Context: an optimization exercise on an open-source flow, tuned for small area, a short achievable clock period and few clock cycles per item. The choices shown serve that exercise and are no tape-out recipe.
For this run, only the layout was checked, not whether the RTL still works.

[design/flow/design.v]
module bic_adv (
    input  wire [31:0] s,
    output wire [31:0] n
);
    function automatic [31:0] advance32(input [31:0] v);
        integer i;
        reg [31:0] x;
        begin
            x = v;
            for (i = 0; i < 32; i = i + 1)
                x = (x >> 1) ^ (x[0] ? 32'h8020_0003 : 32'h0);
            advance32 = x;
        end
    endfunction
    assign n = advance32(s);
endmodule
module bic_whiten (
    input  wire [31:0] x,
    output wire [31:7] d
);
    wire [31:0] w0  = x ^ (x >> 16);
    wire t1 = w0[26] ^ w0[19];
    wire t2 = w0[26] & w0[19];
    wire t3 = w0[25] ^ w0[23] ^ w0[17];
    wire t4 = (w0[25] & w0[23]) | (w0[17] & (w0[25] ^ w0[23]));
    wire t5 = w0[27] ^ w0[20];
    wire t6 = w0[27] & w0[20];
    wire t7 = w0[26] ^ w0[24] ^ w0[18];
    wire t8 = (w0[26] & w0[24]) | (w0[18] & (w0[26] ^ w0[24]));
    wire t9 = w0[12] ^ w0[10] ^ w0[2];
    wire t10 = (w0[12] & w0[10]) | (w0[2] & (w0[12] ^ w0[10]));
    wire t11 = w0[27] ^ w0[25] ^ w0[19];
    wire t12 = (w0[27] & w0[25]) | (w0[19] & (w0[27] ^ w0[25]));
    wire t13 = w0[13] ^ w0[11] ^ w0[3];
    wire t14 = (w0[13] & w0[11]) | (w0[3] & (w0[13] ^ w0[11]));
    wire t15 = w0[29] ^ w0[22];
    wire t16 = w0[29] & w0[22];
    wire t17 = w0[28] ^ w0[26] ^ w0[20];
    wire t18 = (w0[28] & w0[26]) | (w0[20] & (w0[28] ^ w0[26]));
    wire t19 = w0[14] ^ w0[12] ^ w0[4];
    wire t20 = (w0[14] & w0[12]) | (w0[4] & (w0[14] ^ w0[12]));
    wire t21 = w0[30] ^ w0[23] ^ w0[16];
    wire t22 = (w0[30] & w0[23]) | (w0[16] & (w0[30] ^ w0[23]));
    wire t23 = w0[29] ^ w0[27] ^ w0[21];
    wire t25 = w0[15] ^ w0[13] ^ w0[5];
    wire t27 = w0[31] ^ w0[24] ^ w0[17];
    wire t29 = w0[16] ^ w0[9];
    wire t30 = w0[16] & w0[9];
    wire t31 = w0[15] ^ w0[13] ^ w0[7];
    wire t32 = (w0[15] & w0[13]) | (w0[7] & (w0[15] ^ w0[13]));
    wire t33 = w0[17] ^ w0[10];
    wire t34 = w0[17] & w0[10];
    wire t35 = w0[16] ^ w0[14] ^ w0[8];
    wire t36 = (w0[16] & w0[14]) | (w0[8] & (w0[16] ^ w0[14]));
    wire t37 = w0[18] ^ w0[11] ^ w0[4];
    wire t38 = (w0[18] & w0[11]) | (w0[4] & (w0[18] ^ w0[11]));
    wire t39 = w0[17] ^ w0[15] ^ w0[9];
    wire t40 = (w0[17] & w0[15]) | (w0[9] & (w0[17] ^ w0[15]));
    wire t41 = w0[3] ^ w0[0] ^ w0[1];
    wire t42 = (w0[3] & w0[0]) | (w0[1] & (w0[3] ^ w0[0]));
    wire t43 = w0[19] ^ w0[12];
    wire t44 = w0[19] & w0[12];
    wire t45 = w0[18] ^ w0[16] ^ w0[10];
    wire t46 = (w0[18] & w0[16]) | (w0[10] & (w0[18] ^ w0[16]));
    wire t47 = w0[20] ^ w0[13] ^ w0[6];
    wire t48 = (w0[20] & w0[13]) | (w0[6] & (w0[20] ^ w0[13]));
    wire t49 = ~w0[4] ^ ~w0[2];
    wire t50 = ~w0[4] & ~w0[2];
    wire t51 = w0[19] ^ w0[17] ^ w0[11];
    wire t52 = (w0[19] & w0[17]) | (w0[11] & (w0[19] ^ w0[17]));
    wire t53 = w0[21] ^ w0[14] ^ w0[7];
    wire t54 = (w0[21] & w0[14]) | (w0[7] & (w0[21] ^ w0[14]));
    wire t55 = ~w0[0] ^ w0[5] ^ w0[3];
    wire t56 = (~w0[0] & w0[5]) | (w0[3] & (~w0[0] ^ w0[5]));
    wire t57 = w0[20] ^ w0[18] ^ w0[12];
    wire t58 = (w0[20] & w0[18]) | (w0[12] & (w0[20] ^ w0[18]));
    wire t59 = w0[22] ^ w0[15] ^ w0[8];
    wire t60 = (w0[22] & w0[15]) | (w0[8] & (w0[22] ^ w0[15]));
    wire t61 = ~w0[1] ^ w0[6] ^ w0[4];
    wire t62 = (~w0[1] & w0[6]) | (w0[4] & (~w0[1] ^ w0[6]));
    wire t63 = w0[21] ^ w0[19] ^ w0[13];
    wire t64 = (w0[21] & w0[19]) | (w0[13] & (w0[21] ^ w0[19]));
    wire t65 = w0[23] ^ w0[16] ^ w0[9];
    wire t66 = (w0[23] & w0[16]) | (w0[9] & (w0[23] ^ w0[16]));
    wire t67 = ~w0[2] ^ w0[7] ^ w0[5];
    wire t68 = (~w0[2] & w0[7]) | (w0[5] & (~w0[2] ^ w0[7]));
    wire t69 = w0[22] ^ w0[20] ^ w0[14];
    wire t70 = (w0[22] & w0[20]) | (w0[14] & (w0[22] ^ w0[20]));
    wire t71 = w0[24] ^ w0[17] ^ w0[10];
    wire t72 = (w0[24] & w0[17]) | (w0[10] & (w0[24] ^ w0[17]));
    wire t73 = ~w0[3] ^ w0[8] ^ w0[6];
    wire t74 = (~w0[3] & w0[8]) | (w0[6] & (~w0[3] ^ w0[8]));
    wire t75 = w0[23] ^ w0[21] ^ w0[15];
    wire t76 = (w0[23] & w0[21]) | (w0[15] & (w0[23] ^ w0[21]));
    wire t77 = w0[25] ^ w0[18] ^ w0[11];
    wire t78 = (w0[25] & w0[18]) | (w0[11] & (w0[25] ^ w0[18]));
    wire t79 = ~w0[4] ^ w0[9] ^ w0[7];
    wire t80 = (~w0[4] & w0[9]) | (w0[7] & (~w0[4] ^ w0[9]));
    wire t81 = w0[24] ^ w0[22] ^ w0[16];
    wire t82 = (w0[24] & w0[22]) | (w0[16] & (w0[24] ^ w0[22]));
    wire t83 = t1 ^ w0[12] ^ w0[5];
    wire t84 = (t1 & w0[12]) | (w0[5] & (t1 ^ w0[12]));
    wire t85 = w0[10] ^ w0[8] ^ ~w0[0];
    wire t86 = (w0[10] & w0[8]) | (~w0[0] & (w0[10] ^ w0[8]));
    wire t87 = t3 ^ w0[11] ^ w0[9];
    wire t88 = (t3 & w0[11]) | (w0[9] & (t3 ^ w0[11]));
    wire t89 = t5 ^ w0[13] ^ w0[6];
    wire t90 = (t5 & w0[13]) | (w0[6] & (t5 ^ w0[13]));
    wire t91 = w0[0] ^ w0[1] ^ ~t2;
    wire t92 = (w0[0] & w0[1]) | (~t2 & (w0[0] ^ w0[1]));
    wire t93 = t7 ^ t9 ^ t4;
    wire t94 = (t7 & t9) | (t4 & (t7 ^ t9));
    wire t95 = w0[28] ^ w0[21] ^ w0[14];
    wire t96 = (w0[28] & w0[21]) | (w0[14] & (w0[28] ^ w0[21]));
    wire t97 = w0[7] ^ w0[0] ^ t6;
    wire t98 = (w0[7] & w0[0]) | (t6 & (w0[7] ^ w0[0]));
    wire t99 = t11 ^ t13 ^ w0[0];
    wire t100 = (t11 & t13) | (w0[0] & (t11 ^ t13));
    wire t101 = w0[1] ^ t8 ^ t10;
    wire t102 = (w0[1] & t8) | (t10 & (w0[1] ^ t8));
    wire t103 = t15 ^ w0[15] ^ w0[8];
    wire t104 = (t15 & w0[15]) | (w0[8] & (t15 ^ w0[15]));
    wire t105 = t17 ^ t19 ^ w0[2];
    wire t106 = (t17 & t19) | (w0[2] & (t17 ^ t19));
    wire t107 = t21 ^ w0[9] ^ w0[0];
    wire t108 = (t21 & w0[9]) | (w0[0] & (t21 ^ w0[9]));
    wire t109 = t12 ^ t14 ^ ~t16;
    wire t110 = (t12 & t14) | (~t16 & (t12 ^ t14));
    wire t111 = t23 ^ t25 ^ w0[3];
    wire t113 = t27 ^ w0[10] ^ w0[1];
    wire t115 = t18 ^ t20 ^ ~t22;
    wire t117 = w0[10] ^ w0[3];
    wire t118 = w0[10] & w0[3];
    wire t119 = w0[9] ^ w0[7] ^ w0[0];
    wire t120 = (w0[9] & w0[7]) | (w0[0] & (w0[9] ^ w0[7]));
    wire t121 = w0[11] ^ w0[4];
    wire t122 = w0[11] & w0[4];
    wire t123 = w0[10] ^ w0[8] ^ w0[2];
    wire t124 = (w0[10] & w0[8]) | (w0[2] & (w0[10] ^ w0[8]));
    wire t125 = w0[12] ^ w0[5];
    wire t126 = w0[12] & w0[5];
    wire t127 = w0[11] ^ w0[9] ^ w0[3];
    wire t128 = (w0[11] & w0[9]) | (w0[3] & (w0[11] ^ w0[9]));
    wire t129 = w0[13] ^ w0[6];
    wire t130 = w0[13] & w0[6];
    wire t131 = w0[12] ^ w0[10] ^ w0[4];
    wire t132 = (w0[12] & w0[10]) | (w0[4] & (w0[12] ^ w0[10]));
    wire t133 = w0[14] ^ w0[7] ^ w0[0];
    wire t134 = (w0[14] & w0[7]) | (w0[0] & (w0[14] ^ w0[7]));
    wire t135 = w0[13] ^ w0[11] ^ w0[5];
    wire t136 = (w0[13] & w0[11]) | (w0[5] & (w0[13] ^ w0[11]));
    wire t137 = w0[15] ^ w0[8] ^ w0[1];
    wire t138 = (w0[15] & w0[8]) | (w0[1] & (w0[15] ^ w0[8]));
    wire t139 = w0[14] ^ w0[12] ^ w0[6];
    wire t140 = (w0[14] & w0[12]) | (w0[6] & (w0[14] ^ w0[12]));
    wire t141 = t29 ^ w0[2] ^ w0[0];
    wire t142 = (t29 & w0[2]) | (w0[0] & (t29 ^ w0[2]));
    wire t143 = t31 ^ w0[0] ^ w0[1];
    wire t144 = (t31 & w0[0]) | (w0[1] & (t31 ^ w0[0]));
    wire t145 = t33 ^ w0[3] ^ t30;
    wire t146 = (t33 & w0[3]) | (t30 & (t33 ^ w0[3]));
    wire t147 = t35 ^ w0[2] ^ t32;
    wire t148 = (t35 & w0[2]) | (t32 & (t35 ^ w0[2]));
    wire t149 = t37 ^ w0[0] ^ t34;
    wire t150 = (t37 & w0[0]) | (t34 & (t37 ^ w0[0]));
    wire t151 = t39 ^ t41 ^ t36;
    wire t152 = (t39 & t41) | (t36 & (t39 ^ t41));
    wire t153 = t43 ^ w0[5] ^ t38;
    wire t154 = (t43 & w0[5]) | (t38 & (t43 ^ w0[5]));
    wire t155 = t45 ^ t40 ^ t42;
    wire t156 = (t45 & t40) | (t42 & (t45 ^ t40));
    wire t157 = t47 ^ t49 ^ t44;
    wire t158 = (t47 & t49) | (t44 & (t47 ^ t49));
    wire t159 = t51 ^ t55 ^ t46;
    wire t160 = (t51 & t55) | (t46 & (t51 ^ t55));
    wire t161 = t53 ^ t48 ^ t50;
    wire t162 = (t53 & t48) | (t50 & (t53 ^ t48));
    wire t163 = t57 ^ t61 ^ t52;
    wire t164 = (t57 & t61) | (t52 & (t57 ^ t61));
    wire t165 = t59 ^ t54 ^ ~t56;
    wire t166 = (t59 & t54) | (~t56 & (t59 ^ t54));
    wire t167 = t63 ^ t67 ^ t58;
    wire t168 = (t63 & t67) | (t58 & (t63 ^ t67));
    wire t169 = t65 ^ t60 ^ ~t62;
    wire t170 = (t65 & t60) | (~t62 & (t65 ^ t60));
    wire t171 = t69 ^ t73 ^ t64;
    wire t172 = (t69 & t73) | (t64 & (t69 ^ t73));
    wire t173 = t71 ^ t66 ^ ~t68;
    wire t174 = (t71 & t66) | (~t68 & (t71 ^ t66));
    wire t175 = t75 ^ t79 ^ t70;
    wire t176 = (t75 & t79) | (t70 & (t75 ^ t79));
    wire t177 = t77 ^ t72 ^ ~t74;
    wire t178 = (t77 & t72) | (~t74 & (t77 ^ t72));
    wire t179 = t81 ^ t85 ^ t76;
    wire t180 = (t81 & t85) | (t76 & (t81 ^ t85));
    wire t181 = t83 ^ t78 ^ ~t80;
    wire t182 = (t83 & t78) | (~t80 & (t83 ^ t78));
    wire t183 = t87 ^ t91 ^ t82;
    wire t184 = (t87 & t91) | (t82 & (t87 ^ t91));
    wire t185 = t89 ^ t84 ^ ~t86;
    wire t186 = (t89 & t84) | (~t86 & (t89 ^ t84));
    wire t187 = t93 ^ t88 ^ t92;
    wire t188 = (t93 & t88) | (t92 & (t93 ^ t88));
    wire t189 = t95 ^ t97 ^ t90;
    wire t190 = (t95 & t97) | (t90 & (t95 ^ t97));
    wire t191 = t99 ^ t101 ^ t94;
    wire t192 = (t99 & t101) | (t94 & (t99 ^ t101));
    wire t193 = t103 ^ t96 ^ t98;
    wire t194 = (t103 & t96) | (t98 & (t103 ^ t96));
    wire t195 = t105 ^ t109 ^ t100;
    wire t196 = (t105 & t109) | (t100 & (t105 ^ t109));
    wire t197 = t107 ^ ~t102 ^ t104;
    wire t198 = (t107 & ~t102) | (t104 & (t107 ^ ~t102));
    wire t199 = t111 ^ t115 ^ t106;
    wire t201 = t113 ^ t108 ^ ~t110;
    wire t203 = w0[5] ^ ~w0[3];
    wire t204 = w0[5] & ~w0[3];
    wire t205 = w0[6] ^ ~w0[4];
    wire t206 = w0[6] & ~w0[4];
    wire t207 = w0[7] ^ w0[0] ^ ~w0[5];
    wire t208 = (w0[7] & w0[0]) | (~w0[5] & (w0[7] ^ w0[0]));
    wire t209 = w0[8] ^ w0[1] ^ ~w0[6];
    wire t210 = (w0[8] & w0[1]) | (~w0[6] & (w0[8] ^ w0[1]));
    wire t211 = w0[9] ^ w0[2] ^ ~w0[7];
    wire t212 = (w0[9] & w0[2]) | (~w0[7] & (w0[9] ^ w0[2]));
    wire t213 = ~t117 ^ w0[8] ^ w0[6];
    wire t214 = (~t117 & w0[8]) | (w0[6] & (~t117 ^ w0[8]));
    wire t215 = t119 ^ ~t121 ^ w0[1];
    wire t216 = (t119 & ~t121) | (w0[1] & (t119 ^ ~t121));
    wire t217 = t123 ^ ~t125 ^ t120;
    wire t218 = (t123 & ~t125) | (t120 & (t123 ^ ~t125));
    wire t219 = t127 ^ ~t129 ^ t124;
    wire t220 = (t127 & ~t129) | (t124 & (t127 ^ ~t129));
    wire t221 = t131 ^ ~t133 ^ t128;
    wire t222 = (t131 & ~t133) | (t128 & (t131 ^ ~t133));
    wire t223 = t135 ^ ~t137 ^ t132;
    wire t224 = (t135 & ~t137) | (t132 & (t135 ^ ~t137));
    wire t225 = t139 ^ ~t141 ^ t136;
    wire t226 = (t139 & ~t141) | (t136 & (t139 ^ ~t141));
    wire t227 = t143 ^ ~t145 ^ t140;
    wire t228 = (t143 & ~t145) | (t140 & (t143 ^ ~t145));
    wire t229 = t147 ^ ~t149 ^ t144;
    wire t230 = (t147 & ~t149) | (t144 & (t147 ^ ~t149));
    wire t231 = t151 ^ ~t153 ^ t148;
    wire t232 = (t151 & ~t153) | (t148 & (t151 ^ ~t153));
    wire t233 = t155 ^ ~t157 ^ t152;
    wire t234 = (t155 & ~t157) | (t152 & (t155 ^ ~t157));
    wire t235 = t159 ^ ~t161 ^ t156;
    wire t236 = (t159 & ~t161) | (t156 & (t159 ^ ~t161));
    wire t237 = t163 ^ ~t165 ^ t160;
    wire t238 = (t163 & ~t165) | (t160 & (t163 ^ ~t165));
    wire t239 = t167 ^ ~t169 ^ t164;
    wire t240 = (t167 & ~t169) | (t164 & (t167 ^ ~t169));
    wire t241 = t171 ^ ~t173 ^ t168;
    wire t242 = (t171 & ~t173) | (t168 & (t171 ^ ~t173));
    wire t243 = t175 ^ ~t177 ^ t172;
    wire t244 = (t175 & ~t177) | (t172 & (t175 ^ ~t177));
    wire t245 = t179 ^ ~t181 ^ t176;
    wire t246 = (t179 & ~t181) | (t176 & (t179 ^ ~t181));
    wire t247 = t183 ^ ~t185 ^ t180;
    wire t248 = (t183 & ~t185) | (t180 & (t183 ^ ~t185));
    wire t249 = t187 ^ ~t189 ^ t184;
    wire t250 = (t187 & ~t189) | (t184 & (t187 ^ ~t189));
    wire t251 = t191 ^ ~t193 ^ t188;
    wire t252 = (t191 & ~t193) | (t188 & (t191 ^ ~t193));
    wire t253 = t195 ^ ~t197 ^ t192;
    wire t254 = (t195 & ~t197) | (t192 & (t195 ^ ~t197));
    wire t255 = t199 ^ ~t201 ^ t196;
    wire t257 = w0[3] ^ ~w0[0];
    wire t258 = w0[3] & ~w0[0];
    wire t259 = w0[4] ^ ~w0[2] ^ w0[0];
    wire t260 = (w0[4] & ~w0[2]) | (w0[0] & (w0[4] ^ ~w0[2]));
    wire t261 = ~t203 ^ w0[0] ^ w0[1];
    wire t262 = (~t203 & w0[0]) | (w0[1] & (~t203 ^ w0[0]));
    wire t263 = t205 ^ ~w0[2] ^ t204;
    wire t264 = (t205 & ~w0[2]) | (t204 & (t205 ^ ~w0[2]));
    wire t265 = t207 ^ ~w0[3] ^ t206;
    wire t266 = (t207 & ~w0[3]) | (t206 & (t207 ^ ~w0[3]));
    wire t267 = t209 ^ ~w0[4] ^ t208;
    wire t268 = (t209 & ~w0[4]) | (t208 & (t209 ^ ~w0[4]));
    wire t269 = t211 ^ ~w0[5] ^ t210;
    wire t270 = (t211 & ~w0[5]) | (t210 & (t211 ^ ~w0[5]));
    wire t271 = ~t213 ^ w0[0] ^ t212;
    wire t272 = (~t213 & w0[0]) | (t212 & (~t213 ^ w0[0]));
    wire t273 = t215 ^ ~t118 ^ t214;
    wire t274 = (t215 & ~t118) | (t214 & (t215 ^ ~t118));
    wire t275 = t217 ^ ~t122 ^ t216;
    wire t276 = (t217 & ~t122) | (t216 & (t217 ^ ~t122));
    wire t277 = t219 ^ ~t126 ^ t218;
    wire t278 = (t219 & ~t126) | (t218 & (t219 ^ ~t126));
    wire t279 = t221 ^ ~t130 ^ t220;
    wire t280 = (t221 & ~t130) | (t220 & (t221 ^ ~t130));
    wire t281 = t223 ^ ~t134 ^ t222;
    wire t282 = (t223 & ~t134) | (t222 & (t223 ^ ~t134));
    wire t283 = t225 ^ ~t138 ^ t224;
    wire t284 = (t225 & ~t138) | (t224 & (t225 ^ ~t138));
    wire t285 = t227 ^ ~t142 ^ t226;
    wire t286 = (t227 & ~t142) | (t226 & (t227 ^ ~t142));
    wire t287 = t229 ^ ~t146 ^ t228;
    wire t288 = (t229 & ~t146) | (t228 & (t229 ^ ~t146));
    wire t289 = t231 ^ ~t150 ^ t230;
    wire t290 = (t231 & ~t150) | (t230 & (t231 ^ ~t150));
    wire t291 = t233 ^ ~t154 ^ t232;
    wire t292 = (t233 & ~t154) | (t232 & (t233 ^ ~t154));
    wire t293 = t235 ^ ~t158 ^ t234;
    wire t294 = (t235 & ~t158) | (t234 & (t235 ^ ~t158));
    wire t295 = t237 ^ ~t162 ^ t236;
    wire t296 = (t237 & ~t162) | (t236 & (t237 ^ ~t162));
    wire t297 = t239 ^ ~t166 ^ t238;
    wire t298 = (t239 & ~t166) | (t238 & (t239 ^ ~t166));
    wire t299 = t241 ^ ~t170 ^ t240;
    wire t300 = (t241 & ~t170) | (t240 & (t241 ^ ~t170));
    wire t301 = t243 ^ ~t174 ^ t242;
    wire t302 = (t243 & ~t174) | (t242 & (t243 ^ ~t174));
    wire t303 = t245 ^ ~t178 ^ t244;
    wire t304 = (t245 & ~t178) | (t244 & (t245 ^ ~t178));
    wire t305 = t247 ^ ~t182 ^ t246;
    wire t306 = (t247 & ~t182) | (t246 & (t247 ^ ~t182));
    wire t307 = t249 ^ ~t186 ^ t248;
    wire t308 = (t249 & ~t186) | (t248 & (t249 ^ ~t186));
    wire t309 = t251 ^ ~t190 ^ t250;
    wire t310 = (t251 & ~t190) | (t250 & (t251 ^ ~t190));
    wire t311 = t253 ^ ~t194 ^ t252;
    wire t312 = (t253 & ~t194) | (t252 & (t253 ^ ~t194));
    wire t313 = t255 ^ ~t198 ^ t254;
    wire [31:0] ra = {~t313, ~t311, ~t309, ~t307, ~t305, ~t303, ~t301, ~t299, ~t297, ~t295, ~t293, ~t291, ~t289, ~t287, ~t285, ~t283, ~t281, ~t279, ~t277, ~t275, ~t273, t271, t269, t267, t265, t263, ~t261, t259, t257, w0[2], w0[1], w0[0]};
    wire [31:0] rb = {~t312, ~t310, ~t308, ~t306, ~t304, ~t302, ~t300, ~t298, ~t296, ~t294, ~t292, ~t290, ~t288, ~t286, ~t284, ~t282, ~t280, ~t278, ~t276, ~t274, t272, t270, t268, t266, t264, ~t262, t260, t258, ~w0[1], w0[0], 1'b0, 1'b0};
    wire [31:0] g0 = ra & rb;
    wire [31:0] p0 = ra ^ rb;
    reg  [31:0] G, Pp;
    reg  [31:0] c;         
    integer i, s;
    always @(*) begin
        G  = g0;
        Pp = p0;
        for (s = 1; s < 32; s = s * 2)
            for (i = 2*s - 1; i < 32; i = i + 2*s) begin
                G[i]  = G[i] | (Pp[i] & G[i-s]);
                Pp[i] = Pp[i] & Pp[i-s];
            end
        for (s = 8; s >= 1; s = s / 2)
            for (i = 3*s - 1; i < 32; i = i + 2*s) begin
                G[i]  = G[i] | (Pp[i] & G[i-s]);
                Pp[i] = Pp[i] & Pp[i-s];
            end
        c[0] = 1'b0;
        for (i = 1; i < 32; i = i + 1)
            c[i] = G[i-1];
    end
    wire [31:0] w1 = p0 ^ c;
    wire [31:0] v  = w1 ^ (w1 >> 15);
    assign d = v[31:7];
endmodule
module bic_elem (
    input  wire [7:0]  code,
    input  wire        fmt,        
    input  wire [4:0]  emx,
    input  wire [1:0]  rmode,      
    input  wire [31:7] draw,
    input  wire        kill,       
    output wire [7:0]  q
);
    wire [4:0] e   = fmt ? code[6:2] : {1'b0, code[6:3]};
    wire       en  = (e != 5'd0);
    wire [3:0] sig = fmt ? {1'b0, en, code[1:0]} : {en, code[2:0]};
    wire [4:0] sh  = emx - (en ? e : 5'd1);
    reg  [38:7] wide;
    integer b, k;
    always @(*) begin
        for (b = 7; b <= 38; b = b + 1) begin
            wide[b] = 1'b0;
            for (k = 0; k < 4; k = k + 1)
                if (36 + k - b >= 0 && 36 + k - b <= 31)
                    wide[b] = wide[b] | (sig[k] & (sh == 36 + k - b));
        end
    end
    wire [6:0]  ip   = wide[38:32];
    wire [31:7] frac = wide[31:7];
    reg  [31:0] g, p;
    integer s, i;
    always @(*) begin
        g = {7'b0, frac & draw};
        p = {7'h7F, frac | draw};
        for (s = 1; s < 32; s = s * 2)
            for (i = 0; i < 32; i = i + 2 * s) begin
                g[i + 2*s - 1] = g[i + 2*s - 1] | (p[i + 2*s - 1] & g[i + s - 1]);
                p[i + 2*s - 1] = p[i + 2*s - 1] & p[i + s - 1];
            end
    end
    wire up_sr  = g[31];
    wire up_rne = frac[31] & ((|frac[30:7]) | ip[0]);
    wire up     = (rmode == 2'd0) ? up_rne :
                  (rmode == 2'd2) ? up_sr  : 1'b0;
    wire       sn = code[7];
    wire [7:0] qq = {sn, ip ^ {7{sn}}} + {7'b0, up ^ sn};
    assign q = kill ? 8'd0 : qq;
endmodule
module fp8_block_int8 (
    input  wire        clk,
    input  wire        rst,
    input  wire        in_valid,
    output wire        in_ready,
    input  wire        in_wr,       
    input  wire [5:0]  in_idx,      
    input  wire [63:0] in_data,     
    input  wire        in_fmt,      
    input  wire [1:0]  in_rmode,    
    input  wire [7:0]  in_scale,    
    input  wire        in_first,    
    output wire        out_valid,
    input  wire        out_ready,
    output wire [63:0] out_data,    
    output wire [7:0]  out_scale,   
    output wire [3:0]  out_fault    
);
    reg        rst_r;
    always @(posedge clk)
        rst_r <= rst;
    reg  [1:0] ph;
    reg        seeding;
    reg  [5:0] sc;            
    always @(posedge clk) begin
        if (rst_r) begin
            ph      <= 2'd0;
            seeding <= 1'b1;
            sc      <= 6'd0;
        end else begin
            ph <= ph + 2'd1;
            if (seeding) begin
                sc <= sc + 6'd1;
                if (sc == 6'd63)
                    seeding <= 1'b0;
            end
        end
    end
    reg [31:0] seed_rom;
    always @(*) begin
        case (sc)
            6'd0: seed_rom = 32'h993d6596;
            6'd1: seed_rom = 32'h7f2cf253;
            6'd2: seed_rom = 32'h087b9009;
            6'd3: seed_rom = 32'h283c73bd;
            6'd4: seed_rom = 32'hcfc1fb9e;
            6'd5: seed_rom = 32'hc534f82a;
            6'd6: seed_rom = 32'he8b06896;
            6'd7: seed_rom = 32'h4812cd8a;
            6'd8: seed_rom = 32'h86cd1857;
            6'd9: seed_rom = 32'h59cfd1d4;
            6'd10: seed_rom = 32'hb7f7a6c4;
            6'd11: seed_rom = 32'hfb9b1dbc;
            6'd12: seed_rom = 32'h8ac73944;
            6'd13: seed_rom = 32'hc788f816;
            6'd14: seed_rom = 32'h825e0887;
            6'd15: seed_rom = 32'h3d334ba5;
            6'd16: seed_rom = 32'h4a91fdf1;
            6'd17: seed_rom = 32'h669a7b44;
            6'd18: seed_rom = 32'hcb0afefc;
            6'd19: seed_rom = 32'h16acfebd;
            6'd20: seed_rom = 32'h27b53de6;
            6'd21: seed_rom = 32'h1625dc7a;
            6'd22: seed_rom = 32'hb1267b9f;
            6'd23: seed_rom = 32'he11f2508;
            6'd24: seed_rom = 32'h33c7a85f;
            6'd25: seed_rom = 32'hb582420f;
            6'd26: seed_rom = 32'he03fdeb3;
            6'd27: seed_rom = 32'h839a17a1;
            6'd28: seed_rom = 32'h0c92b806;
            6'd29: seed_rom = 32'h13a6bf3c;
            6'd30: seed_rom = 32'h2f9b099a;
            6'd31: seed_rom = 32'h9f9937fb;
            6'd32: seed_rom = 32'h451e52b6;
            6'd33: seed_rom = 32'h2379d67e;
            6'd34: seed_rom = 32'hc6e7e736;
            6'd35: seed_rom = 32'hedb80d84;
            6'd36: seed_rom = 32'h1442e81e;
            6'd37: seed_rom = 32'h82ce0558;
            6'd38: seed_rom = 32'h6dfc012a;
            6'd39: seed_rom = 32'h4dff1cc0;
            6'd40: seed_rom = 32'h8bc9b2e8;
            6'd41: seed_rom = 32'h37feeba3;
            6'd42: seed_rom = 32'h44c786da;
            6'd43: seed_rom = 32'h3f6d0e8a;
            6'd44: seed_rom = 32'hfab207b6;
            6'd45: seed_rom = 32'h62d9fc9e;
            6'd46: seed_rom = 32'h6977b988;
            6'd47: seed_rom = 32'h1ea59256;
            6'd48: seed_rom = 32'hc0a45ae2;
            6'd49: seed_rom = 32'h9eed372e;
            6'd50: seed_rom = 32'hf4ae9604;
            6'd51: seed_rom = 32'hf0251d56;
            6'd52: seed_rom = 32'h880f0202;
            6'd53: seed_rom = 32'he6877b54;
            6'd54: seed_rom = 32'h2018b822;
            6'd55: seed_rom = 32'h494b81db;
            6'd56: seed_rom = 32'ha5fca182;
            6'd57: seed_rom = 32'h48ba951c;
            6'd58: seed_rom = 32'hc9110276;
            6'd59: seed_rom = 32'h17a82c54;
            6'd60: seed_rom = 32'h6b2ced5a;
            6'd61: seed_rom = 32'h1d347a3f;
            6'd62: seed_rom = 32'h1f567ccf;
            6'd63: seed_rom = 32'h5aeeaacc;
            default: seed_rom = 32'h0;
        endcase
    end
    reg         in_ready_r;
    reg  [1:0]  icnt;           
    reg  [63:0] S0, S1, S2, S3, T;
    wire        fire = in_valid & in_ready_r;
    assign in_ready = in_ready_r;
    always @(posedge clk) begin
        S0 <= in_ready_r ? in_data : S3;
        S1 <= S0;
        S2 <= S1;
        S3 <= S2;
        T  <= S3;
    end
    reg        rin_wr, rin_fmt, rin_par, last_par;
    reg  [1:0] rin_rm;
    reg  [7:0] rin_sc;
    reg  [5:0] rin_idx;
    wire       cap0 = in_ready_r & (icnt == 2'd0);
    always @(posedge clk) begin
        if (cap0) begin
            rin_wr  <= in_wr;
            rin_fmt <= in_fmt;
            rin_rm  <= in_rmode;
            rin_sc  <= in_scale;
            rin_idx <= in_idx;
            rin_par <= in_first ? 1'b0 : ~last_par;
        end
    end
    reg        fire_r;
    reg  [1:0] fbeat_r;
    always @(posedge clk) begin
        fire_r  <= ~rst_r & fire;
        fbeat_r <= icnt;
        if (rst_r)
            last_par <= 1'b1;
        else if (fire_r && fbeat_r == 2'd0 && !rin_wr)
            last_par <= rin_par;
    end
    function automatic gt5(input [4:0] a, input [4:0] b);
        gt5 = (a[4] & ~b[4]) | (~(a[4] ^ b[4]) & ((a[3] & ~b[3]) | (~(a[3] ^ b[3]) &
              ((a[2] & ~b[2]) | (~(a[2] ^ b[2]) & ((a[1] & ~b[1]) | (~(a[1] ^ b[1]) &
              (a[0] & ~b[0]))))))));
    endfunction
    function automatic [4:0] max5(input [4:0] a, input [4:0] b);
        max5 = gt5(a, b) ? a : b;
    endfunction
    wire [9:0] thr_hi = 10'd276 - {2'b0, rin_sc};
    wire [9:0] thr_lo = 10'd22  - {2'b0, rin_sc};    
    reg  [39:0] mx;
    reg  [4:0]  bmax;
    reg         bnz, bbad, bhi, bge, nze;
    reg  [4:0]  ef;
    reg  [5:0]  ebv;
    integer e, w;
    always @(*) begin
        bnz  = 1'b0;
        bbad = 1'b0;
        bhi  = 1'b0;
        bge  = 1'b0;
        for (e = 0; e < 8; e = e + 1) begin
            if (!rin_fmt) begin
                ef   = {1'b0, S0[8*e+3 +: 4]};
                bbad = bbad | (S0[8*e +: 7] == 7'h7F);
            end else begin
                ef   = S0[8*e+2 +: 5];
                bbad = bbad | (S0[8*e+2 +: 5] == 5'd31);
            end
            if (ef == 5'd0)
                ef = 5'd1;
            ebv = {1'b0, ef} + (rin_fmt ? 6'd1 : 6'd9);
            nze = (S0[8*e +: 7] != 7'd0);
            mx[5*e +: 5] = nze ? ef : 5'd0;
            bnz = bnz | nze;
            bhi = bhi | (nze && {4'b0, ebv} > thr_hi);
            bge = bge | (nze && (thr_lo[9] || {4'b0, ebv} >= thr_lo));
        end
        for (w = 4; w >= 1; w = w / 2)
            for (e = 0; e < w; e = e + 1)
                mx[5*e +: 5] = max5(mx[10*e +: 5], mx[10*e+5 +: 5]);
        bmax = mx[4:0];
    end
    reg  [4:0] acc_max;
    reg        acc_nz, acc_bad, acc_hi, acc_ge;
    wire       acc_new = fire_r & (fbeat_r == 2'd0);
    wire [4:0] n_max   = !fire_r ? acc_max : acc_new ? bmax : max5(bmax, acc_max);
    wire       n_nz    = !fire_r ? acc_nz  : bnz  | (acc_nz  & ~acc_new);
    wire       n_bad   = !fire_r ? acc_bad : bbad | (acc_bad & ~acc_new);
    wire       n_hi    = !fire_r ? acc_hi  : bhi  | (acc_hi  & ~acc_new);
    wire       n_ge    = !fire_r ? acc_ge  : bge  | (acc_ge  & ~acc_new);
    always @(posedge clk) begin
        acc_max <= n_max;
        acc_nz  <= n_nz;
        acc_bad <= n_bad;
        acc_hi  <= n_hi;
        acc_ge  <= n_ge;
    end
    wire       f_nan = (rin_sc == 8'hFF);
    wire       f_rng = n_nz & (n_hi | ~n_ge);
    wire [3:0] f_flt = f_nan ? 4'd2 : n_bad ? 4'd3 : f_rng ? 4'd4 : 4'd0;
    wire [7:0] f_sum = rin_sc + {3'b0, n_max} - (rin_fmt ? 8'd21 : 8'd13);
    wire [7:0] f_osc = (f_nan | n_bad | f_rng) ? 8'd0 : n_nz ? f_sum : rin_sc;
    wire       f_den = (rin_rm == 2'd2) & ~(f_nan | n_bad | f_rng);
    wire [4:0] f_emx = n_max + {4'b0, ~rin_fmt};
    reg        busy, pend;
    reg  [1:0] pcnt;
    reg        p_wr, p_fmt, p_par, p_den;
    reg  [1:0] p_rm;
    reg  [5:0] p_idx;
    reg  [4:0] p_emx;
    reg  [7:0] p_osc;
    reg  [3:0] p_flt;
    reg  [31:0] wd;
    reg  issue_r;
    wire room;
    wire start  = !seeding && ph == 2'd0 && !busy && pend && (rin_wr || room);
    wire issue  = (start && !rin_wr) ||
                  (busy && !p_wr && ph == pcnt && room);
    wire c_wr   = start ? rin_wr  : p_wr;
    wire [5:0] widx = start ? rin_idx : p_idx;
    wire wapply = (start || busy) && c_wr && ph == widx[4:3];
    wire den    = start ? f_den   : p_den;
    wire par    = start ? rin_par : p_par;
    wire dcommit = issue & den;
    wire [31:0] wsrc  = (ph == 2'd0) ? S3[31:0] : wd;
    wire [31:0] wval  = seeding ? seed_rom : wsrc;
    wire        wnz   = seeding | (wsrc != 32'd0);    
    wire [5:0]  wgen  = seeding ? {sc[5], sc[1:0], sc[4:2]} : widx;
    always @(posedge clk) begin
        if (rst_r) begin
            busy    <= 1'b0;
            pend    <= 1'b0;
            pcnt    <= 2'd0;
        end else begin
            pend    <= (fire && (icnt == 2'd3 || (icnt == 2'd0 && in_wr))) || (pend && !start);
            if (start) begin
                busy <= rin_wr ? (rin_idx[4:3] != 2'd0) : 1'b1;
                pcnt <= 2'd1;
            end else if (busy) begin
                if (p_wr) begin
                    if (ph == p_idx[4:3])
                        busy <= 1'b0;
                end else if (issue) begin
                    pcnt <= pcnt + 2'd1;
                    if (pcnt == 2'd3)
                        busy <= 1'b0;
                end
            end
        end
        if (start) begin
            p_wr  <= rin_wr;
            p_fmt <= rin_fmt;
            p_par <= rin_par;
            p_den <= f_den;
            p_rm  <= rin_rm;
            p_idx <= rin_idx;
            p_emx <= f_emx;
            p_osc <= f_osc;
            p_flt <= f_flt;
            wd    <= S3[31:0];
        end
    end
    reg  [255:0] G0 [0:3];
    reg  [255:0] G1 [0:3];
    reg  [23:0]  xsel;
    wire [23:0]  xsel_n;
    wire [255:0] tail0, tail1;
    wire [199:0] dnext;      
    reg  [199:0] dreg;
    genvar l;
    generate
        for (l = 0; l < 8; l = l + 1) begin : lane
            wire [2:0]  sl = xsel[3*l +: 3];
            wire [31:0] xv = ({32{sl[0]}} & G0[0][32*l +: 32]) |
                             ({32{sl[1]}} & G1[0][32*l +: 32]) |
                             ({32{sl[2]}} & wval);
            wire [31:0] nv;
            bic_adv u_adv (.s(xv), .n(nv));
            bic_whiten u_wht (.x(xv), .d(dnext[25*l +: 25]));
            wire tw = sl[2] && wnz;
            wire t0 = (dcommit && !par) || (tw && !wgen[5]);
            wire t1 = (dcommit &&  par) || (tw &&  wgen[5]);
            assign tail0[32*l +: 32] = t0 ? nv : G0[0][32*l +: 32];
            assign tail1[32*l +: 32] = t1 ? nv : G1[0][32*l +: 32];
        end
    endgenerate
    always @(posedge clk) begin
        xsel  <= xsel_n;
        G0[0] <= G0[1]; G0[1] <= G0[2]; G0[2] <= G0[3]; G0[3] <= tail0;
        G1[0] <= G1[1]; G1[1] <= G1[2]; G1[2] <= G1[3]; G1[3] <= tail1;
        dreg  <= dnext;
    end
    always @(posedge clk)
        issue_r <= ~rst_r & issue;
    wire [63:0] qv;
    generate
        for (l = 0; l < 8; l = l + 1) begin : cv
            bic_elem u_elem (
                .code  (T[8*l +: 8]),
                .fmt   (p_fmt),
                .emx   (p_emx),
                .rmode (p_rm),
                .draw  (dreg[25*l +: 25]),
                .kill  (p_flt != 4'd0),
                .q     (qv[8*l +: 8])
            );
        end
    endgenerate
    wire [75:0] res = {p_flt, p_osc, qv};
    assign room = ({1'b0, cnt} + {2'b0, issue_r}) < 3'd3;
    reg  [75:0] E0, E1, E2;
    reg  [1:0]  cnt;
    reg         ov_r;
    wire        pop   = ov_r & out_ready;
    wire [1:0]  cnt_n = cnt - {1'b0, pop} + {1'b0, issue_r};
    always @(posedge clk) begin
        if (rst_r) begin
            cnt  <= 2'd0;
            ov_r <= 1'b0;
        end else begin
            cnt  <= cnt_n;
            ov_r <= !rst && (cnt_n != 2'd0);
        end
        if (pop) begin
            E0 <= (cnt >= 2'd2) ? E1 : res;
            E1 <= (cnt == 2'd3) ? E2 : res;
            E2 <= res;
        end else begin
            if (cnt == 2'd0) E0 <= res;
            if (cnt == 2'd1) E1 <= res;
            if (cnt == 2'd2) E2 <= res;
        end
    end
    assign out_valid = ov_r;
    assign out_data  = E0[63:0];
    assign out_scale = E0[71:64];
    assign out_fault = E0[75:72];
    wire [1:0] icnt_n   = fire ? ((icnt == 2'd0 && in_wr) ? 2'd0 : icnt + 2'd1) : icnt;
    wire [1:0] ph_n     = ph + 2'd1;
    wire       seed_n   = seeding && sc != 6'd63;
    wire       pend_n   = (fire && (icnt == 2'd3 || (icnt == 2'd0 && in_wr))) || (pend && !start);
    wire       busy_n   = start ? (rin_wr ? (rin_idx[4:3] != 2'd0) : 1'b1) :
                          (busy && !(p_wr ? ph == p_idx[4:3] : (issue && pcnt == 2'd3)));
    wire       pwr_n    = start ? rin_wr : p_wr;
    wire [1:0] pcnt_n   = start ? 2'd1 : (busy && !p_wr && issue) ? pcnt + 2'd1 : pcnt;
    wire       room_n   = ({1'b0, cnt_n} + {2'b0, issue}) < 3'd3;
    wire       rwr_n    = cap0 ? in_wr : rin_wr;
    wire       start_n  = !seed_n && ph_n == 2'd0 && !busy_n && pend_n && (rwr_n || room_n);
    wire       issue_n  = busy_n && !pwr_n && ph_n == pcnt_n && room_n;
    wire       slot_ok  = (icnt_n == 2'd0) ? (!pend_n || start_n)
                                           : (!busy_n || pwr_n || pcnt_n > icnt_n || issue_n);
    wire       seed_nx  = rst_r || (seeding && sc != 6'd63);
    wire [5:0] sc_nx    = rst_r ? 6'd0 : seeding ? sc + 6'd1 : sc;
    wire [5:0] pidx_n   = start ? rin_idx : p_idx;
    wire [5:0] widx_n   = start_n ? rin_idx : pidx_n;
    wire       cwr_n    = start_n ? rwr_n : pwr_n;
    wire       wapp_n   = !rst_r && (start_n || busy_n) && cwr_n && ph_n == widx_n[4:3];
    wire [2:0] wlane_n  = seed_nx ? sc_nx[4:2] : widx_n[2:0];
    wire       wsel_n   = seed_nx || wapp_n;
    wire       par_n    = (ph == 2'd3) ? rin_par : par;
    genvar m;
    generate
        for (m = 0; m < 8; m = m + 1) begin : nsel
            wire w = wsel_n && wlane_n == m;
            assign xsel_n[3*m +: 3] = {w, !w && par_n, !w && !par_n};
        end
    endgenerate
    always @(posedge clk) begin
        in_ready_r <= !rst && !rst_r && !seed_n && ph_n == icnt_n && slot_ok;
        icnt       <= rst_r ? 2'd0 : icnt_n;
    end
endmodule
[design/flow/run.sh]
#!/bin/bash
# synth_recipe.tcl (not shown) runs the flow's synth.tcl, then flattens the netlist and writes it again
# the make line also repeats each setting of config.mk as NAME=value (left out here)
make -C /OpenROAD-flow-scripts/flow DESIGN_CONFIG=/design/flow/config.mk WORK_HOME=/design/flow/orfs CLKGATE_MAP_FILE= SYNTH_SCRIPT=/design/flow/synth_recipe.tcl finish
[design/flow/config.mk]
export PLATFORM = sky130hd
export DESIGN_NAME = fp8_block_int8
export DESIGN_NICKNAME = fp8_block_int8
export VERILOG_FILES = /design/flow/design.v
export SDC_FILE = /design/flow/constraint.sdc
export NUM_CORES = 8
export LEC_CHECK = 0
export CAP_MARGIN = 20
export CORE_MARGIN = 2
export CORE_UTILIZATION = 65
export PLACE_DENSITY = 0.75
export SLEW_MARGIN = 20
[design/flow/constraint.sdc]
create_clock -name core_clock -period 40.0 [get_ports {clk}]
set_input_delay 8.0000 -clock core_clock [delete_from_list [all_inputs] [get_ports {clk}]]
set_output_delay 8.0000 -clock core_clock [all_outputs]
set_load 0.01 [all_outputs]
==> key figures <==
Floorplan
  – Core Region: 222000 µm²
  – Ports: 165
  – Die area: around 230000 µm²
  – DIE WIDTH: 477 µm
  – Die H: 477 µm
  – FP Rows: 173
  – Initial core utilization: 0.654

Placed design
  – Final HPWL DP: 305000 µm
  – Final Wtd Congestion: 1.02
  – Port-buffer cells: ~160
  – Placed insts: 16.1k

CTS
  – Clock sinks: 2930
  – CTS tree: done
  – Worst-skew pair later-pin latency: 0.99 ns
  – CTS buffer count: 300
  – Clock transition at path regs: about 0.06 ns
  – Resize count post-CTS: 0
  – CTS max path bufs: 4
  – Hold buffers post-CTS: 0
  – Root buffer cell: clkbuf_16
  – Setup Fix Bufs, Post-CTS: 0
  – H-tree Lvls: 5

Synthesis
  – Seq cells post-synth: approximately 2.9k
  – EDFF count, synth: 294
  – Register area share after synthesis: 0.424
  – Yosys warning count: 6
  – Asr flop ratio synth: 0
  – Post-Syn Area per Cell: between 10 and 15 µm²
  – Syn Nets: between 10k and 15k
  – Cell Area, Synth: 145000 µm²
  – Library cells used by synthesis: 120
  – Cell count after synthesis: 13.0k
  – Dominant synthesized flop cell: dfxtp_1

Timing
  – Final hold vios: 0
  – Clock skew: about 0.083 ns
  – Period utilisation layout: 0.292
  – Peak Freq: 0.0856 GHz
  – Final setup viols: 0
  – Slew @ Worst Pin: ~1.2 ns
  – Min Tclk post-route: 11.68 ns
  – Setup TNS: 0 ns
  – RSZ-0062 raised after global routing: no
  – Slew HR: 0.219
  – Final Max Tran Viols: 0

Setup path
  – R2r endpoint: dreg[159]
  – CP top delay family: compound AO/OA/AOI/OAI gates
  – Max incr delay on CP: 0.74 ns
  – Worst Setup Start Kind: register
  – Crit path depth: 42
  – Critical path fanouts, max: 34
  – CP bufs+invs: 8
  – Slack of the worst reg-to-reg path: 28.32 ns
  – Critical R2R Launch: sc[1]
  – Max stage delay cell, worst path: xor2_1
  – CP required: 40.88 ns
  – CP Capture Type: register
  – CP Class: reg -> reg
  – CP arrival: ~13 ns
  – R2r worst-path depth: 42
  – Cell repeated most along the worst path: xnor2_1

Hold path
  – Hold endpoint: G1[2][84]
  – Hold path start: G1[3][84]
  – Min-Delay Path Depth: 0
  – Hold Path Class: reg -> reg

Finish
  – Multi-input logic area: 75500 µm²
  – # fillers: 15.3k
  – Share of layout cells above drive strength 1: 0.115
  – Total Nets Final: 15.2k
  – Final Util: 0.728
  – Non-Filler Instances: roughly 17k
  – Area growth syn-to-layout: 11.3%
  – Register area: 61600 µm²

Detailed routing
  – Total Wirelength: between 400000 and 500000 µm
  – Vias: approximately 98k
  – Drt wl/cell: 25.4 µm
  – 1st-iter DRT viols: 9589
  – DRT Pass-1 Iters: 9
  – Routed Antenna Nets: 0
  – Routed vias/inst: 5.92
  – DRC violations left: 0

Run
  – Max Cap Viol: 0

Global routing
  – GRT overflow: 0
  – Antenna violations before repair: 34
  – First-pass GRT wire length: 635000 µm
  – Gr usage total: 0.369
  – Pin count of the biggest net entering global routing: 91
  – Vias in the first global route: 102k

Run status
  – Outcome: complete, no violations
## cell usage in the layout, fill, tap and decap left out, types with 294 or more instances in the layout
| cell | netlist | layout |
|---|---|---|
| buf_4 | 12 | 334 |
| fa_1 | 1179 | 1179 |
| xor2_1 | 372 | 369 |
| inv_1 | 1770 | 1768 |
| a21oi_1 | 408 | 396 |
| xnor2_1 | 956 | 950 |
| edfxtp_1 | 294 | 294 |
| nor2_1 | 574 | 572 |
| nand2_1 | 681 | 681 |
| clkbuf_16 | 0 | 309 |
| ha_1 | 586 | 585 |
| dfxtp_1 | 2636 | 2629 |
| o21ai_0 | 410 | 405 |
| mux2_2 | 511 | 511 |
## sequential cells by signal, indices dropped and copies added (netlist names), 64 cells and up
name,flops
dreg,200
S2,64
S3,64
G1,1024
S1,64
E0,75
S0,64
E2,75
E1,75
G0,1024
T,64
## through the flow
stage	worst slack, ns	hold slack, ns	area, µm²
3_3_place_gp	27.52	0.309	152000
4_1_cts	28.42	0.272	162000
3_5_place_dp	27.59	0.312	152000
6_report	28.32	0.266	162000
2_1_floorplan	28.36	0.310	145000
5_1_grt	27.92	0.278	162000
## per-layer routing
metal	share of wire	track usage	routed length, µm
met1	0.41	0.487	172000
met2	0.45	0.575	191000
met3	0.084	0.0792	35300
met4	0.056	0.194	23700
met5	0.00019	0	80
## kinds of logic (layout without fill, tap and decap cells)
group,Yosys count,count (layout),share of synthesized area
DFF,2930,2930,0.424
buffers and inverters,2217,2804,0.0595
and+or+nand+nor,2033,2033,0.0645
AOI/OAI and AO/OA,1933,1933,0.0910
adders and majority gates,1833,1833,0.218
xor gates and xnor gates,1422,1422,0.0927
muxes,656,656,0.0503
other,1,29,0.0000258
## how the worst max path moves through the flow
| stage | start | endpoint | slack (ns) |
|---|---|---|---|
| after floorplan | out_ready | xsel[16] | 28.36 |
| after global placement | out_ready | xsel[22] | 27.52 |
| after detailed placement | out_ready | xsel[13] | 27.59 |
| after CTS | sc[0] | dreg[159] | 28.42 |
| after global routing | sc[2] | dreg[109] | 27.92 |
| final | sc[1] | dreg[159] | 28.32 |
## cell usage after synthesis, types with 35 or more instances
master | count | area [µm²]
a311oi_1 | 39 | 342
o211ai_1 | 45 | 338
and2_1 | 41 | 257
nor3_1 | 151 | 756
mux2_2 | 511 | 5750
nand4_1 | 42 | 263
and3_1 | 35 | 219
xnor2_2 | 57 | 927
mux2i_1 | 136 | 1360
xor2_1 | 372 | 3260
o31ai_1 | 51 | 383
nand2_1 | 681 | 2560
a31oi_1 | 84 | 526
a211oi_1 | 49 | 368
a222oi_1 | 136 | 1360
inv_1 | 1770 | 6640
a21o_1 | 122 | 916
o21a_1 | 63 | 473
clkbuf_1 | 339 | 1270
nor2b_1 | 73 | 457
o22ai_1 | 49 | 307
a22oi_1 | 85 | 638
a22o_1 | 77 | 674
nor2_1 | 574 | 2150
nand2b_1 | 79 | 494
o21ai_0 | 410 | 2050
ha_1 | 586 | 7330
nor4_1 | 46 | 288
maj3_1 | 68 | 681
xnor2_1 | 956 | 8370
edfxtp_1 | 294 | 8830
nand3_1 | 154 | 771
dfxtp_1 | 2636 | 52800
a21oi_1 | 408 | 2040
fa_1 | 1179 | 23600
## area by class of cell
cell class | instances | area share
well taps | 2975 | 0.0230
clock buffers | 405 | 0.0528
clock inverters | 121 | 0.00846
inverters | 1780 | 0.0413
diodes | 28 | 0.000434
flip-flops and latches | 2930 | 0.381
repair buffers | 498 | 0.0257
multi-input cells | 7878 | 0.467

==> separate check: timing with driven ports <==
In the flow no input, the clock included, has a driving cell. The finished layout below was timed again as built, in two steps.
Step 1 (the two cells are an assumption about what drives the block):
set clk [get_ports {clk}]
set_driving_cell -lib_cell sky130_fd_sc_hd__clkbuf_16 $clk
set_driving_cell -lib_cell sky130_fd_sc_hd__buf_2 [delete_from_list [all_inputs] $clk]
Step 2 times the ports against the registers' clock, not the clock port: input delays grow and output delays shrink by t, the midpoint of the rising clock arrivals with the driver on.
Three values: no drivers, after step 1, after step 2; two values: the first two.
t (ns): 1.031
setup WS [ns]: 28.316 / 28.316 / 27.498
worst setup path after step 2: input to register
latest minus earliest clock arrival (ns): 0.096 / 0.096
worst data-port slew with drivers (ns): 0.10
After both steps setup and hold are still met in this run. The setup slack of this run moves by 0.000 ns with the drivers and by -0.818 ns with both steps.
